This design comes from an exercise in tuning for small area, a short achievable clock period and few clock cycles per item on the open sky130 flow, not from production work.
Where RTL was checked, it was by simulation tests only, not by an equivalence proof against the original.

==> run X: inputs <==
## loop_law
module loop_law (
    input                    clk,
    input                    rst,           
    input                    in_valid,
    output                   in_ready,
    input             [3:0]  in_slot,
    input                    in_first,
    input                    in_ref_ext,
    input                    in_deriv_on,
    input             [3:0]  in_out_shift,
    input      signed [15:0] in_r,
    input      signed [15:0] in_y,
    input      signed [15:0] in_u_init,
    input      signed [15:0] in_kp,
    input      signed [15:0] in_ki,
    input      signed [15:0] in_kd,
    input      signed [15:0] in_af,
    input      signed [15:0] in_ff,
    input      signed [15:0] in_u_min,
    input      signed [15:0] in_u_max,
    input             [14:0] in_i_lim,
    output reg               out_valid,
    output reg        [3:0]  out_slot,
    output reg signed [15:0] out_u,
    output reg signed [15:0] out_e,
    output reg               out_sat
);
clock: 34.0 ns
lec_check: 0
abc_area: 1
cap_margin: 35
core_margin: 2
core_utilization: 67
cts_cluster_diameter: 100
cts_cluster_size: 25
slew_margin: 45
standard.sh (not shown) runs the stock make flow with config.mk's settings and CLKGATE_MAP_FILE= SYNTH_SCRIPT=/design/flow/synth_recipe.tcl, a recipe that flattens the netlist after the stock synthesis.
==> flow/flow/run.sh <==
#!/bin/bash
# Layout flow: the standard layout (standard.sh, unchanged synthesis,
# floorplan, power grid, placement, CTS and routing), with one change: the
# buffers that buffer_ports puts on every input and output port are
# sky130_fd_sc_hd__buf_2 cells instead of the resizer's default pick
# (clkdlybuf4s50_1, a delay cell).
set -euo pipefail
cd "$(dirname "$0")/.."
export BUFFER_PORTS_ARGS="-buffer_cell sky130_fd_sc_hd__buf_2"
bash standard.sh finish > standard_flow.log 2>&1
==> inputs of run R, as changes to run X <==
--- a/flow/design.v
+++ b/flow/design.v
@@ -225,11 +225,11 @@
         s3     <= s2;
         e3     <= e2;
         d3     <= d_3;
         di3    <= di2;
         bn3    <= bn_3;
-        k3     <= bn_3 - tw_3;
+        k3     <= bn_3 - tw_3 + di2;
         dpos3  <= dpos2;
         lim3   <= lim2;
         umin3  <= umin2;
         umax3  <= umax2;
         ird3   <= first2 ? ii2 : (v4 && slot4 == slot2) ? iw4 : st_i[slot2];
@@ -239,21 +239,19 @@
     wire signed [34:0] d15_4 = $signed({d3, 15'd0});
     wire signed [34:0] lv_4  = $signed({5'd0, lim3, 15'd0});
     wire signed [34:0] sum_4 = ip_4 + di3;
     wire signed [34:0] hs_4  = ip_4 + di3 + ~lv_4;           
     wire signed [34:0] ls_4  = ip_4 + di3 + lv_4;            
+    wire signed [34:0] ws_4  = ip_4 + k3 + d15_4;            
+    wire signed [34:0] wl_4  = k3 - di3 + lv_4 + d15_4;      
+    wire signed [34:0] wn_4  = k3 - di3 - lv_4 + d15_4;      
     wire               hi_4  = ~hs_4[34];
     wire               lo_4  = ls_4[34];
-    wire signed [30:0] itry_4 = hi_4 ? lv_4[30:0] : lo_4 ? -lv_4[30:0] : sum_4[30:0];
-    wire signed [34:0] kd_4  = k3 + d15_4;
-    wire               ws_4  = (sum_4 + kd_4) < 35'sd0;
-    wire               wl_4  = (lv_4 + kd_4) < 35'sd0;
-    wire               wn_4  = kd_4 < lv_4;
-    wire               w_4   = hi_4 ? wl_4 : lo_4 ? wn_4 : ws_4;
+    wire               w_4   = hi_4 ? wl_4[34] : lo_4 ? wn_4[34] : ws_4[34];
     wire               dneg_4 = di3[31];
     wire               wind_4 = dpos3 ? ~w_4 : (dneg_4 & w_4);
-    wire signed [30:0] inew_4 = wind_4 ? ip_4 : itry_4;
+    wire signed [30:0] inew_4 = wind_4 ? ip_4 : hi_4 ? lv_4[30:0] : lo_4 ? -lv_4[30:0] : sum_4[30:0];
     wire signed [34:0] base_4 = bn3 + d15_4;
     always @(posedge clk) begin
         if (v3) iw4 <= inew_4;
         if (v3) st_d[slot3] <= dw3;
         v4     <= rst ? 1'b0 : v3;
@@ -263,19 +261,24 @@
         base4  <= base_4[33:0];
         inew4  <= inew_4;
         umin4  <= umin3;
         umax4  <= umax3;
     end
-    wire signed [34:0] x_5   = base4 + inew4;
-    wire signed [34:0] xs_5  = x_5 >>> (4'd15 - s4);
-    wire               hb_5  = |(x_5[14:0] & (15'h4000 >> s4));
-    wire               rb_5  = |(x_5[14:0] & (15'h3FFF >> s4));
-    wire               inc_5 = hb_5 & (~x_5[34] | rb_5);
-    wire signed [27:0] q_5   = xs_5[27:0] + $signed({27'd0, inc_5});
-    wire               above_5 = q_5 > umax4;
-    wire               below_5 = q_5 < umin4;
-    wire signed [15:0] u_5   = above_5 ? umax4 : below_5 ? umin4 : q_5[15:0];
+    wire signed [34:0] x_5  = base4 + inew4;
+    wire signed [34:0] rc_5 = $signed({20'd0, 15'h4000 >> s4}) - $signed({1'b0, x_5[34]});
+    wire signed [34:0] m_5  = x_5 + rc_5;
+    wire signed [34:0] q_5  = m_5 >>> (4'd15 - s4);
+    wire signed [16:0] va_5 = umax4 + 17'sd1;
+    wire signed [17:0] ma_5 = {va_5, 1'b0} - 18'sd1;
+    wire signed [17:0] mb_5 = {umin4[15], umin4, 1'b0} - 18'sd1;
+    wire signed [32:0] ta_5 = ($signed({ma_5, 14'd0}) >>> s4) + $signed({1'b0, va_5[16] | (va_5 == 17'sd0)});
+    wire signed [32:0] tb_5 = ($signed({mb_5, 14'd0}) >>> s4) + $signed({1'b0, umin4[15] | (umin4 == 16'sd0)});
+    wire signed [35:0] xa_5 = base4 + inew4 - ta_5;
+    wire signed [35:0] xb_5 = base4 + inew4 - tb_5;
+    wire               above_5 = ~xa_5[35];
+    wire               below_5 = xb_5[35];
+    wire signed [15:0] u_5  = above_5 ? umax4 : below_5 ? umin4 : q_5[15:0];
     always @(posedge clk) begin
         if (v4) st_i[slot4] <= iw4;
         out_valid <= rst ? 1'b0 : v4;
         out_slot  <= slot4;
         out_u     <= u_5;
==> flow/run.sh (new file) <==
#!/bin/bash
# synth_recipe.tcl (not shown) runs the flow's synth.tcl, then flattens the netlist and writes it again
# the make line also repeats each setting of config.mk as NAME=value (left out here)
make -C /OpenROAD-flow-scripts/flow DESIGN_CONFIG=/design/flow/config.mk WORK_HOME=/design/flow/orfs CLKGATE_MAP_FILE= SYNTH_SCRIPT=/design/flow/synth_recipe.tcl finish
- CAP_MARGIN: 35 -> 20
- CORE_UTILIZATION: 67 -> 55
- CTS_CLUSTER_DIAMETER: 100 -> unset
- CTS_CLUSTER_SIZE: 25 -> unset
- SLEW_MARGIN: 45 -> 20
removed: flow/flow/run.sh
removed: flow/standard.sh
==> inputs of run K, as changes to run X <==
--- a/flow/design.v
+++ b/flow/design.v
@@ -110,22 +110,23 @@
     reg signed [16:0] de1;
     reg signed [15:0] kp1, ki1, kd1, ff1, ui1, umin1, umax1, umin2, umax2, umin3, umax3;
     reg        [14:0] af1, af2;
     reg        [32:0] z2;
     reg signed [31:0] p2, di2, di3;
+    reg signed [15:0] ff2;
     reg signed [30:0] ii2;
     reg               dpos2;
     reg signed [15:0] drd2;
     reg               same2;
-    reg signed [15:0] d3, dw3;
-    reg signed [31:0] bn3;
+    reg signed [15:0] d3;
+    reg signed [32:0] bn3;
     reg signed [33:0] k3;
     reg               dpos3;
     reg signed [30:0] ird3;
     reg               same3;
     reg signed [33:0] base4;
-    reg signed [30:0] inew4, iw4;
+    reg signed [30:0] inew4;
     reg signed [15:0] umin4, umax4;
     always @(posedge clk) begin
         v0     <= rst ? 1'b0 : in_valid;
         slot0  <= in_slot;
         first0 <= in_first;
@@ -169,11 +170,11 @@
     end
     wire [32:0] z_2, zk_2;
     wire [31:0] p_2, di_2;
     loop_law_dcorr u_dcorr (.b(af1), .k(zk_2));
     loop_law_bmul #(.NA(17)) u_zmul (.a(de1), .b(kd1), .c(zk_2 + 33'h3FFF), .p(z_2));
-    loop_law_bmul #(.NA(16)) u_pmul (.a(e1),  .b(kp1), .c({ff1[15], ff1, 15'd0}), .p(p_2));
+    loop_law_bmul #(.NA(16)) u_pmul (.a(e1),  .b(kp1), .c(32'd0), .p(p_2));
     loop_law_bmul #(.NA(16)) u_imul (.a(e1),  .b(ki1), .c(32'd0), .p(di_2));
     wire signed [31:0] lim_2  = $signed({2'b00, lim1, 15'd0});
     wire signed [31:0] iir_2  = ($signed({ui1, 15'd0}) >>> s1) - $signed({ff1, 15'd0});
     wire signed [30:0] ii_2   = (iir_2 > lim_2)  ? lim_2[30:0] :
                                 (iir_2 < -lim_2) ? -lim_2[30:0] : iir_2[30:0];
@@ -186,42 +187,33 @@
         e2     <= e1;
         z2     <= z_2;
         p2     <= p_2;
         di2    <= di_2;
         af2    <= af1;
+        ff2    <= ff1;
         ii2    <= ii_2;
         umin2  <= umin1;
         umax2  <= umax1;
         lim2   <= lim1;
-        drd2   <= first1 ? 16'sd0 : (v3 && slot3 == slot1) ? dw3 : st_d[slot1];
+        drd2   <= first1 ? 16'sd0 : st_d[slot1];
         dpos2  <= ~di_2[31] & (|di_2[30:0]);
         same2  <= v2 && (slot2 == slot1) && !first1;
     end
     wire signed [15:0] dp_3 = same2 ? d3 : drd2;
     wire        [32:0] s0_3;
     loop_law_drows u_dmul (.a(dp_3), .b(af2), .c(z2), .p(s0_3));
     wire               dcy_3  = ~s0_3[32] & (&s0_3[14:0]);
     wire               dpo_3  = ~s0_3[32] & ((|s0_3[31:30]) | (&s0_3[29:0]));
     wire               dno_3  = s0_3[32] & ~(&s0_3[31:30]);
-    wire        [15:0] dl_3;
-    genvar gi;
-    generate
-        for (gi = 0; gi < 16; gi = gi + 1) begin : g_dinc
-            if (gi == 0) begin : g0
-                assign dl_3[gi] = s0_3[15] ^ dcy_3;
-            end else begin : gn
-                assign dl_3[gi] = s0_3[15+gi] ^ (dcy_3 & (&s0_3[15+gi-1:15]));
-            end
-        end
-    endgenerate
+    wire        [15:0] dl_3   = s0_3[30:15] + {15'd0, dcy_3};
     wire signed [15:0] d_3    = ~don2 ? 16'sd0 : dpo_3 ? 16'sh7FFF : dno_3 ? 16'sh8000 : dl_3;
-    wire signed [31:0] bn_3 = p2;
+    wire signed [32:0] bn_3 = p2 + $signed({ff2, 15'd0});
     wire signed [16:0] vw_3 = dpos2 ? umax2 + 17'sd1 : $signed({umin2[15], umin2});
     wire signed [17:0] mw_3 = {vw_3, 1'b0} - 18'sd1;
     wire signed [32:0] tw_3 = ($signed({mw_3, 14'd0}) >>> s2) + $signed({1'b0, vw_3[16] | (vw_3 == 17'sd0)});
     always @(posedge clk) begin
-        if (v2) dw3 <= d_3;
+        if (v2) st_d[slot2] <= d_3;
         v3     <= rst ? 1'b0 : v2;
         slot3  <= slot2;
         s3     <= s2;
         e3     <= e2;
         d3     <= d_3;
@@ -230,54 +222,55 @@
         k3     <= bn_3 - tw_3;
         dpos3  <= dpos2;
         lim3   <= lim2;
         umin3  <= umin2;
         umax3  <= umax2;
-        ird3   <= first2 ? ii2 : (v4 && slot4 == slot2) ? iw4 : st_i[slot2];
+        ird3   <= first2 ? ii2 : st_i[slot2];
         same3  <= v3 && (slot3 == slot2) && !first2;
     end
     wire signed [30:0] ip_4  = same3 ? inew4 : ird3;
     wire signed [34:0] d15_4 = $signed({d3, 15'd0});
     wire signed [34:0] lv_4  = $signed({5'd0, lim3, 15'd0});
     wire signed [34:0] sum_4 = ip_4 + di3;
     wire signed [34:0] hs_4  = ip_4 + di3 + ~lv_4;           
     wire signed [34:0] ls_4  = ip_4 + di3 + lv_4;            
+    wire signed [34:0] ws_4  = ip_4 + di3 + k3 + d15_4;      
+    wire signed [34:0] wl_4  = lv_4 + k3 + d15_4;            
+    wire signed [34:0] wn_4  = k3 + d15_4 - lv_4;            
     wire               hi_4  = ~hs_4[34];
     wire               lo_4  = ls_4[34];
-    wire signed [30:0] itry_4 = hi_4 ? lv_4[30:0] : lo_4 ? -lv_4[30:0] : sum_4[30:0];
-    wire signed [34:0] kd_4  = k3 + d15_4;
-    wire               ws_4  = (sum_4 + kd_4) < 35'sd0;
-    wire               wl_4  = (lv_4 + kd_4) < 35'sd0;
-    wire               wn_4  = kd_4 < lv_4;
-    wire               w_4   = hi_4 ? wl_4 : lo_4 ? wn_4 : ws_4;
+    wire               w_4   = hi_4 ? wl_4[34] : lo_4 ? wn_4[34] : ws_4[34];
     wire               dneg_4 = di3[31];
     wire               wind_4 = dpos3 ? ~w_4 : (dneg_4 & w_4);
-    wire signed [30:0] inew_4 = wind_4 ? ip_4 : itry_4;
+    wire signed [30:0] inew_4 = wind_4 ? ip_4 : hi_4 ? lv_4[30:0] : lo_4 ? -lv_4[30:0] : sum_4[30:0];
     wire signed [34:0] base_4 = bn3 + d15_4;
     always @(posedge clk) begin
-        if (v3) iw4 <= inew_4;
-        if (v3) st_d[slot3] <= dw3;
+        if (v3) st_i[slot3] <= inew_4;
         v4     <= rst ? 1'b0 : v3;
         slot4  <= slot3;
         s4     <= s3;
         e4     <= e3;
         base4  <= base_4[33:0];
         inew4  <= inew_4;
         umin4  <= umin3;
         umax4  <= umax3;
     end
-    wire signed [34:0] x_5   = base4 + inew4;
-    wire signed [34:0] xs_5  = x_5 >>> (4'd15 - s4);
-    wire               hb_5  = |(x_5[14:0] & (15'h4000 >> s4));
-    wire               rb_5  = |(x_5[14:0] & (15'h3FFF >> s4));
-    wire               inc_5 = hb_5 & (~x_5[34] | rb_5);
-    wire signed [27:0] q_5   = xs_5[27:0] + $signed({27'd0, inc_5});
-    wire               above_5 = q_5 > umax4;
-    wire               below_5 = q_5 < umin4;
-    wire signed [15:0] u_5   = above_5 ? umax4 : below_5 ? umin4 : q_5[15:0];
-    always @(posedge clk) begin
-        if (v4) st_i[slot4] <= iw4;
+    wire signed [34:0] x_5  = base4 + inew4;
+    wire signed [34:0] rc_5 = $signed({20'd0, 15'h4000 >> s4}) - $signed({1'b0, x_5[34]});
+    wire signed [34:0] m_5  = x_5 + rc_5;
+    wire signed [34:0] q_5  = m_5 >>> (4'd15 - s4);
+    wire signed [16:0] va_5 = umax4 + 17'sd1;
+    wire signed [17:0] ma_5 = {va_5, 1'b0} - 18'sd1;
+    wire signed [17:0] mb_5 = {umin4[15], umin4, 1'b0} - 18'sd1;
+    wire signed [32:0] ta_5 = ($signed({ma_5, 14'd0}) >>> s4) + $signed({1'b0, va_5[16] | (va_5 == 17'sd0)});
+    wire signed [32:0] tb_5 = ($signed({mb_5, 14'd0}) >>> s4) + $signed({1'b0, umin4[15] | (umin4 == 16'sd0)});
+    wire signed [35:0] xa_5 = base4 + inew4 - ta_5;
+    wire signed [35:0] xb_5 = base4 + inew4 - tb_5;
+    wire               above_5 = ~xa_5[35];
+    wire               below_5 = xb_5[35];
+    wire signed [15:0] u_5  = above_5 ? umax4 : below_5 ? umin4 : q_5[15:0];
+    always @(posedge clk) begin
         out_valid <= rst ? 1'b0 : v4;
         out_slot  <= slot4;
         out_u     <= u_5;
         out_e     <= e4;
         out_sat   <= above_5 | below_5;
==> flow/run.sh (new file) <==
#!/bin/bash
# synth_recipe.tcl (not shown) runs the flow's synth.tcl, then flattens the netlist and writes it again
# the make line also repeats each setting of config.mk as NAME=value (left out here)
make -C /OpenROAD-flow-scripts/flow DESIGN_CONFIG=/design/flow/config.mk WORK_HOME=/design/flow/orfs CLKGATE_MAP_FILE= SYNTH_SCRIPT=/design/flow/synth_recipe.tcl finish
- ABC_AREA: 1 -> unset
- CAP_MARGIN: 35 -> 60
- CORE_UTILIZATION: 67 -> 55
- CTS_CLUSTER_DIAMETER: 100 -> unset
- CTS_CLUSTER_SIZE: 25 -> unset
- SLEW_MARGIN: 45 -> 70
removed: flow/flow/run.sh
removed: flow/standard.sh
==> comparison table <==
item                                                                             run K           run R           run X
Via-per-instance ratio                                                           6.065           5.865           6.302
Mapped cell area                                                          117600 sq um    121300 sq um    114500 sq um
Worst reg2reg path depth                                                            32              24              25
Transition time at the pin with the least slew margin                                -        1.119 ns       0.9168 ns
Global-route track usage on met3                                                6.599%          5.044%          7.516%
Register area share after synthesis                                             42.85%          42.38%          44.91%
Reg2Reg Capture Point                                                     st_d[10][12]         dw3[11]          z2[29]
Floorplan die width                                                           466.3 um        473.7 um        417.4 um
Detailed-route wire length on metal 1                                        150600 um       165700 um       134600 um
Multiplexer area fraction after synthesis                                       8.650%         0.3114%         0.3136%
GP Congestion                                                                   0.9774           1.010           1.025
Count of clock-net buffers in the final layout                                     279             257             149
Syn_nets                                                                         12040           14740           13690
GRT Overall Usage                                                               31.44%          32.59%          38.80%
Clock-pin slew of the registers on the worst-case setup and hold paths         0.06 ns         0.07 ns         0.10 ns
Clock buffers and inverters, area share                                         5.201%          5.348%          2.429%
Total placed cells including tap cells                                           13400           15930           14410
Result of the run                                                       finished clean  finished clean  finished clean
Tapcell Cnt                                                                       2821            2871            2218
Required time of the worst setup path                                         34.61 ns        27.20 ns        27.20 ns
CP Capture Point                                                          st_d[10][12]       out_valid        out_e[4]
Per-cell routed wire length                                                   25.01 um        22.88 um        23.72 um
Hold_sp                                                                       umin1[7]        umax3[3]       umin1[11]
Testbench counts of run X, summed over its fixed seeds: cycles 80,040, items 80,000.
Testbench counts of run K, summed over its fixed seeds: cycles 80,040, items 80,000.
The RTL of run R was laid out without a check of its function.

-- separate check: timing with driven ports --
No port has a modelled driver above. Below, the same layouts with a new extraction and two added sets of constraints. Step 1, drivers: a clkbuf_16 drives clk and a buf_2 each remaining input, both assumed. Step 2 adds t to the input delays and takes it off the output delays; t is the mean of the earliest and latest rising clock arrival at the registers after step 1. Input paths then give back, and output paths get back, about the clock's delay inside the block. a / b / c = ideal / step 1 / step 2; a / b = the first two.
run | t (ns) | setup WS [ns] | worst hold slack (ns) | clock arrival spread, ns
run X | 0.875 | 25.918 / 25.822 / 26.266 | 0.325 / 0.325 / 0.325 | 0.047 / 0.047
run R | 0.964 | 25.388 / 25.285 / 26.105 | 0.296 / 0.296 / 0.296 | 0.109 / 0.110
run K | 0.955 | 25.118 / 25.118 / 25.118 | 0.288 / 0.288 / 0.288 | 0.062 / 0.062
After both steps every run listed still meets setup and hold.
